What follows belongs to an exercise in optimizing a design on an open flow for small area, a short achievable clock period and few clock cycles; a production flow would make more cautious choices.
The RTL was checked by simulation tests, not by an equivalence proof against the original design.
Power is estimated from default activity; no workload was simulated.

File: design/flow/design.v
module edge_place (
    input  wire         clk,
    input  wire         rst,
    input  wire         cfg_we,
    input  wire [3:0]   cfg_addr,
    input  wire [63:0]  cfg_data,
    input  wire         vec_valid,
    output wire         vec_ready,
    input  wire         vec_first,
    input  wire [31:0]  vec_launch,
    input  wire [41:0]  vec_period,
    input  wire [263:0] vec_offset,
    input  wire [23:0]  vec_nano,
    output reg          ev_valid,
    input  wire         ev_ready,
    output reg  [3:0]   ev_code,
    output reg  [2:0]   ev_slot,
    output reg  [51:0]  ev_nominal,
    output reg  [41:0]  ev_tick_a,
    output reg  [9:0]   ev_tap_a,
    output reg  [41:0]  ev_tick_b,
    output reg  [9:0]   ev_tap_b
);
    reg [12:0]  deskew [0:3];    
    reg [127:0] fdlin  [0:3];    
    integer i;
    always @(posedge clk) begin
        if (rst) begin
            for (i = 0; i < 4; i = i + 1) begin
                deskew[i] <= 13'd0;
                fdlin[i]  <= 128'd0;
            end
        end else if (cfg_we) begin
            if (cfg_addr == 4'd8) begin
                deskew[0] <= cfg_data[12:0];
                deskew[1] <= cfg_data[28:16];
                deskew[2] <= cfg_data[44:32];
                deskew[3] <= cfg_data[60:48];
            end else if (cfg_addr < 4'd8) begin
                if (cfg_addr[0])
                    fdlin[cfg_addr[2:1]][127:64] <= cfg_data;
                else
                    fdlin[cfg_addr[2:1]][63:0]   <= cfg_data;
            end
        end
    end
    reg         busy;
    reg [2:0]   slot;
    reg [51:0]  cstart;
    reg [41:0]  prev_period;
    reg [263:0] off_r;
    reg [23:0]  nano_r;
    assign vec_ready = !busy;
    wire accept = vec_valid && vec_ready;
    wire [51:0] nominal_next = cstart + {10'd0, prev_period};
    reg  [51:0] cstart_next;
    always @(*) begin
        if (vec_first)
            cstart_next = {10'd0, vec_launch, 10'd0};
        else if (vec_period == prev_period)
            cstart_next = nominal_next;
        else if (nominal_next[9:0] != 10'd0)
            cstart_next = {nominal_next[51:10] + 42'd1, 10'd0};
        else
            cstart_next = nominal_next;
    end
    wire [3:0]  code    = nano_r[slot*4 +: 4];
    wire        is_ev   = (code != 4'd0) && (code <= 4'hB);
    wire        is_drv  = (code <= 4'd3);
    wire [43:0] offset  = off_r[slot*44 +: 44];
    wire [51:0] nominal = cstart + {8'd0, offset};
    wire [1:0]  path_a = is_drv ? 2'd0 : 2'd2;
    wire [1:0]  path_b = is_drv ? 2'd1 : 2'd3;
    wire [51:0] time_a = nominal + {39'd0, deskew[path_a]};
    wire [51:0] time_b = nominal + {39'd0, deskew[path_b]};
    wire [41:0] tick_a, tick_b;
    wire [9:0]  tap_a, tap_b;
    edge_fine u_fine_a (.t(time_a), .points(fdlin[path_a]), .tick(tick_a), .tap(tap_a));
    edge_fine u_fine_b (.t(time_b), .points(fdlin[path_b]), .tick(tick_b), .tap(tap_b));
    wire advance = busy && (!ev_valid || ev_ready);
    always @(posedge clk) begin
        if (rst) begin
            busy        <= 1'b0;
            slot        <= 3'd0;
            cstart      <= 52'd0;
            prev_period <= 42'd0;
            off_r       <= 264'd0;
            nano_r      <= 24'd0;
            ev_valid    <= 1'b0;
            ev_code     <= 4'd0;
            ev_slot     <= 3'd0;
            ev_nominal  <= 52'd0;
            ev_tick_a   <= 42'd0;
            ev_tap_a    <= 10'd0;
            ev_tick_b   <= 42'd0;
            ev_tap_b    <= 10'd0;
        end else begin
            if (accept) begin
                busy        <= 1'b1;
                slot        <= 3'd0;
                cstart      <= cstart_next;
                prev_period <= vec_period;
                off_r       <= vec_offset;
                nano_r      <= vec_nano;
            end
            if (advance) begin
                ev_valid <= is_ev;
                if (is_ev) begin
                    ev_code    <= code;
                    ev_slot    <= slot;
                    ev_nominal <= nominal;
                    ev_tick_a  <= tick_a;
                    ev_tap_a   <= tap_a;
                    ev_tick_b  <= tick_b;
                    ev_tap_b   <= tap_b;
                end
                if (slot == 3'd5)
                    busy <= 1'b0;
                else
                    slot <= slot + 3'd1;
            end else if (ev_ready) begin
                ev_valid <= 1'b0;
            end
        end
    end
endmodule
module edge_fine (
    input  wire [51:0]  t,
    input  wire [127:0] points,
    output reg  [41:0]  tick,
    output reg  [9:0]   tap
);
    wire [9:0] f = t[9:0];
    wire [3:0] k = f[9:6];
    wire [5:0] r = f[5:0];
    wire [3:0] k1 = k + 4'd1;           
    wire signed [7:0]  lk  = points[k*8 +: 8];
    wire signed [7:0]  lk1 = points[k1*8 +: 8];
    wire signed [8:0]  d   = lk1 - lk;
    wire signed [15:0] num = (lk * 16'sd64) + (d * $signed({1'b0, r})) + 16'sd32;
    wire signed [9:0]  c   = num >>> 6;
    wire signed [11:0] tp  = $signed({2'b00, f}) + c;
    always @(*) begin
        tap = tp[9:0];
        if (tp < 0)
            tick = t[51:10] - 42'd1;
        else if (tp > 12'sd1023)
            tick = t[51:10] + 42'd1;
        else
            tick = t[51:10];
    end
endmodule
File: design/flow/run.sh
#!/bin/bash
# synth_recipe.tcl (not shown) runs the flow's synth.tcl, then flattens the netlist and writes it again
# the make line also repeats each setting of config.mk as NAME=value (left out here)
make -C /OpenROAD-flow-scripts/flow DESIGN_CONFIG=/design/flow/config.mk WORK_HOME=/design/flow/orfs CLKGATE_MAP_FILE= SYNTH_SCRIPT=/design/flow/synth_recipe.tcl finish
File: design/flow/config.mk
export PLATFORM = sky130hd
export DESIGN_NAME = edge_place
export DESIGN_NICKNAME = edge_place
export VERILOG_FILES = /design/flow/design.v
export SDC_FILE = /design/flow/constraint.sdc
export NUM_CORES = 4
export LEC_CHECK = 0
export CAP_MARGIN = 20
export CORE_MARGIN = 2
export CORE_UTILIZATION = 40
export PLACE_DENSITY = 0.6
export SLEW_MARGIN = 20
File: design/flow/constraint.sdc
create_clock -name core_clock -period 14.0 [get_ports {clk}]
set_input_delay 2.8000 -clock core_clock [delete_from_list [all_inputs] [get_ports {clk}]]
set_output_delay 2.8000 -clock core_clock [all_outputs]
set_load 0.01 [all_outputs]
==> impl_metrics.env <==
export IMPL_finalHoldViolations=0
export IMPL_synth_top_family_by_area="simple AND/OR/NAND/NOR gates"
export IMPL_row_count=153
export IMPL_r2r_start="slot[0]$_SDFF_PP0_"
export IMPL_tightest_slew_ns=1.085
export IMPL_fin_cells=11097
export IMPL_cts_sinks=1114
export IMPL_synth_edff_count=512
export IMPL_final_max_slew_violation_count=0
export IMPL_yosysSeqAreaShare=0.3914
export IMPL_power_mw=14.81
export IMPL_synthSimpleGateAreaFrac=0.2328
export IMPL_final_area_sq_um=83530
export IMPL_crit_end="ev_tick_a[34]$_SDFFE_PP0P_"
export IMPL_finalCriticalPeriod_ns=13.46
export IMPL_via_count=64364
export IMPL_wire_per_inst_um=25.14
export IMPL_viasPerCell=5.800
export IMPL_holdPathStages=2
export IMPL_fin_crit_sh=0.9613
export IMPL_regArea_sq_um=27430
export IMPL_grt_max_degree=192
export IMPL_muxShareOfSynthArea=0.06874
export IMPL_netlist_instances=8271
export IMPL_antenna_found_initial=24
export IMPL_yosysWarningCount=4
export IMPL_die_w_um=422.6
export IMPL_place_area_sq_um=78860
export IMPL_core_area_sq_um=174000
export IMPL_relSlewSlack=0.2576
export IMPL_final_common_cell="nand2_1"
export IMPL_grt_pass1_vias=61109
export IMPL_grtUsageTotal=0.3011
export IMPL_p_leak_nw=31.82
export IMPL_setup_ws_ns=0.5424
export IMPL_crit_type="reg2reg"
export IMPL_holdBufCountCts=0
export IMPL_hold_class="reg2reg"
export IMPL_fp_dieH_um=422.6
export IMPL_ant_nets=0
export IMPL_dp_cells=10848
export IMPL_clockBufferDepth=3
export IMPL_holdWs_ns=0.4497
export IMPL_cts_clk_slew_worst_paths_ns=0.06
export IMPL_wl_mm=279.0
export IMPL_drt_first_pass_iters=7
export IMPL_finalSetupViolCount=0
export IMPL_hpwl_mm=211.0
export IMPL_area_growth_pct=19.19
export IMPL_skew_ns=0.03468
export IMPL_avgSynthCellArea_sq_um=8.473
export IMPL_multi_input_area_sq_um=40090
export IMPL_die_area_sq_um=178600
export IMPL_synthXorXnorAreaFrac=0.04590
export IMPL_clkLatencyLatePin_ns=0.79
export IMPL_worstRegToRegCells=60
export IMPL_clock_fmax_mhz=74.31
export IMPL_cp_end_kind="flop"
export IMPL_startpoint="slot[0]$_SDFF_PP0_"
export IMPL_cts_htree_levels=3
export IMPL_numCtsBuffers=120
export IMPL_gp_congestion=1.050
export IMPL_synth_compound_area_frac=0.1469
export IMPL_irDropWorstVdd_mv=0.2881
export IMPL_slowest_stage="fa_1"
export IMPL_fillers=16606
export IMPL_ys_seq_elements=1114
export IMPL_yosysUniqueCellTypes=107
export IMPL_cap_violations=0
export IMPL_cp_arrival_ns=14.16
export IMPL_rr_endpoint="ev_tick_a[34]$_SDFFE_PP0P_"
export IMPL_drc=0
export IMPL_cts_tree="yes"
export IMPL_crit_path_max_incr_delay_ns=0.57
export IMPL_async_reset_ff_frac=0
export IMPL_syn_nets=9025
export IMPL_r2r_slack_ns=0.54
export IMPL_outcome="no timing/DRC/antenna violations"
export IMPL_drive_gt1_frac=0.07838
export IMPL_grt_pass1_wl_mm=403.6
export IMPL_initial_utilization=0.4027
export IMPL_cp_required_ns=14.70
export IMPL_netlist_area_sq_um=70080
export IMPL_powerDensity_nw_per_um2=177.3
export IMPL_layout_common_cells="nand2_1, a21oi_1, nor2_1, dfxtp_1, clkdlybuf4s50_1"
export IMPL_synthAdderAreaFrac=0.06770
export IMPL_post_place_ws_ns=-0.01097
export IMPL_ctsRootBufferMaster="clkbuf_16"
export IMPL_worstPathMaxFanout=9
export IMPL_num_nets_final=9417
export IMPL_drt_iter0_markers=7021
export IMPL_ios=601
export IMPL_gr_total_overflow=0
export IMPL_critPathLaunchType="flop"
export IMPL_synth_ff_type="dfxtp_1"
export IMPL_portBuffers=600
## worst min-delay path by stage
stage | from | endpoint | slack (ns)
2_1_floorplan | nano_r[10]$_SDFFE_PP0P_ | nano_r[10]$_SDFFE_PP0P_ | 0.43
4_1_cts | nano_r[9]$_SDFFE_PP0P_ | nano_r[9]$_SDFFE_PP0P_ | 0.45
6_report | nano_r[9]$_SDFFE_PP0P_ | nano_r[9]$_SDFFE_PP0P_ | 0.45
5_1_grt | off_r[174]$_SDFFE_PP0P_ | off_r[174]$_SDFFE_PP0P_ | 0.47
3_3_place_gp | off_r[30]$_SDFFE_PP0P_ | off_r[30]$_SDFFE_PP0P_ | 0.44
3_5_place_dp | nano_r[9]$_SDFFE_PP0P_ | nano_r[9]$_SDFFE_PP0P_ | 0.44
## critical path: cells and delay by family (launching register included)
| family | cells | cell delay [ns] |
|---|---|---|
| adder cells (fa/ha/maj) | 13 | 4.91 |
| AO/OA/AOI/OAI | 19 | 3.19 |
| AND/OR/NAND/NOR | 17 | 3.14 |
| multiplexers | 2 | 0.72 |
| XOR/XNOR | 3 | 0.58 |
| buffers and inverters | 6 | 0.43 |
| flip-flops | 1 | 0.40 |
## cell usage after synthesis, types with 82 or more instances
| library cell | n | area share |
|---|---|---|
| xnor2_1 | 225 | 0.028 |
| a21o_1 | 91 | 0.0097 |
| and2_1 | 142 | 0.013 |
| fa_1 | 98 | 0.028 |
| nor2_1 | 634 | 0.034 |
| nand2_1 | 1863 | 0.10 |
| clkbuf_1 | 426 | 0.023 |
| edfxtp_1 | 512 | 0.22 |
| nand4_1 | 90 | 0.0080 |
| nor3_1 | 123 | 0.0088 |
| and3_1 | 146 | 0.013 |
| inv_1 | 332 | 0.018 |
| dfxtp_1 | 602 | 0.17 |
| mux4_2 | 82 | 0.026 |
| a211oi_1 | 132 | 0.014 |
| o21ai_0 | 141 | 0.010 |
| a21oi_1 | 694 | 0.050 |
| nand3_1 | 286 | 0.020 |
| mux2i_1 | 290 | 0.041 |
| a311oi_1 | 97 | 0.012 |
| ha_1 | 220 | 0.039 |
| xor2_1 | 136 | 0.017 |
## logic make-up (layout without fill, tap and decap cells)
group | count (synthesis) | count (layout)
flip-flops | 1114 | 1114
AO/OA/AOI/OAI | 1609 | 1609
adder cells (fa/ha/maj) | 321 | 321
other | 0 | 7
multiplexers | 378 | 378
AND/OR/NAND/NOR | 3627 | 3627
XOR/XNOR | 364 | 364
buffers and inverters | 858 | 1352
## state kept, by name (all words and copies together), names as in the netlist, 42 cells and up
name and cells:
ev_tick_b 42, off_r 264, fdlin 512, cstart 52
ev_nominal 52, deskew 52, prev_period 42, ev_tick_a 42
## where the power goes
part	total (mW)	switching, mW	internal (mW)
Clock	3.30	1.41	1.89
Sequential	3.75	0.138	3.61
Combinational	7.76	4.60	3.16
Total	14.8	6.15	8.66
## stage by stage
step / setup TNS [ns] / util
2_1_floorplan: -0.03247 / -
3_3_place_gp: 0 / 0.4531
3_5_place_dp: -0.01097 / 0.4532
4_1_cts: 0 / 0.4767
5_1_grt: -1.085 / 0.4799
6_report: 0 / 0.4800
## final cells by class
type                       count  area share
antenna                        7   0.0002097
inverter                     333     0.01504
sequential                  1114      0.3284
timing repair buffer         795     0.09280
tap                         2325     0.03483
clock buffer                 169     0.04128
clock inverter                55    0.007490
multi-input combinational   6299      0.4799
## metal layers
metal  GRT usage  routed length [um]
met1      0.3843              111400
met2      0.4701              124000
met3     0.05137               22350
met4      0.1957               21130
met5           0                 142
## what timing repair did
item | CTS | global route
pin swaps | 0 | 21
setup endpoints to repair | 2 | 81
gates cloned | 0 | 2
gates resized for setup | 2 | 73
hold endpoints to repair | 0 | 0
buffers inserted | 0 | 16
Testbench counts, summed over its fixed seeds: cycles 33,605.

==> separate check: timing with driven ports <==
The flow's constraints put no driver on any port. The routed layout listed below was extracted and timed again, unchanged, in two steps.
Step 1: set_driving_cell puts a clkbuf_16 on clk and a buf_2 on each other input, an assumption about the parent block.
Step 2, shift: input delay + t, output delay - t, t = (earliest + latest rising clock arrival at the registers) / 2. This alone moves slack from input paths to output paths.
a / b / c = no drivers / after step 1 / after step 2; a / b = the first two.
shift t [ns]: 0.867
setup WS [ns]: 0.542 / 0.542 / 0.542
worst hold slack (ns): 0.450 / 0.450 / 0.450
worst register clock-pin slew, ns: 0.07 / 0.07
After both steps setup and hold are still met in this run. The setup slack of this run moves by 0.000 ns with the drivers and by 0.000 ns with both steps.
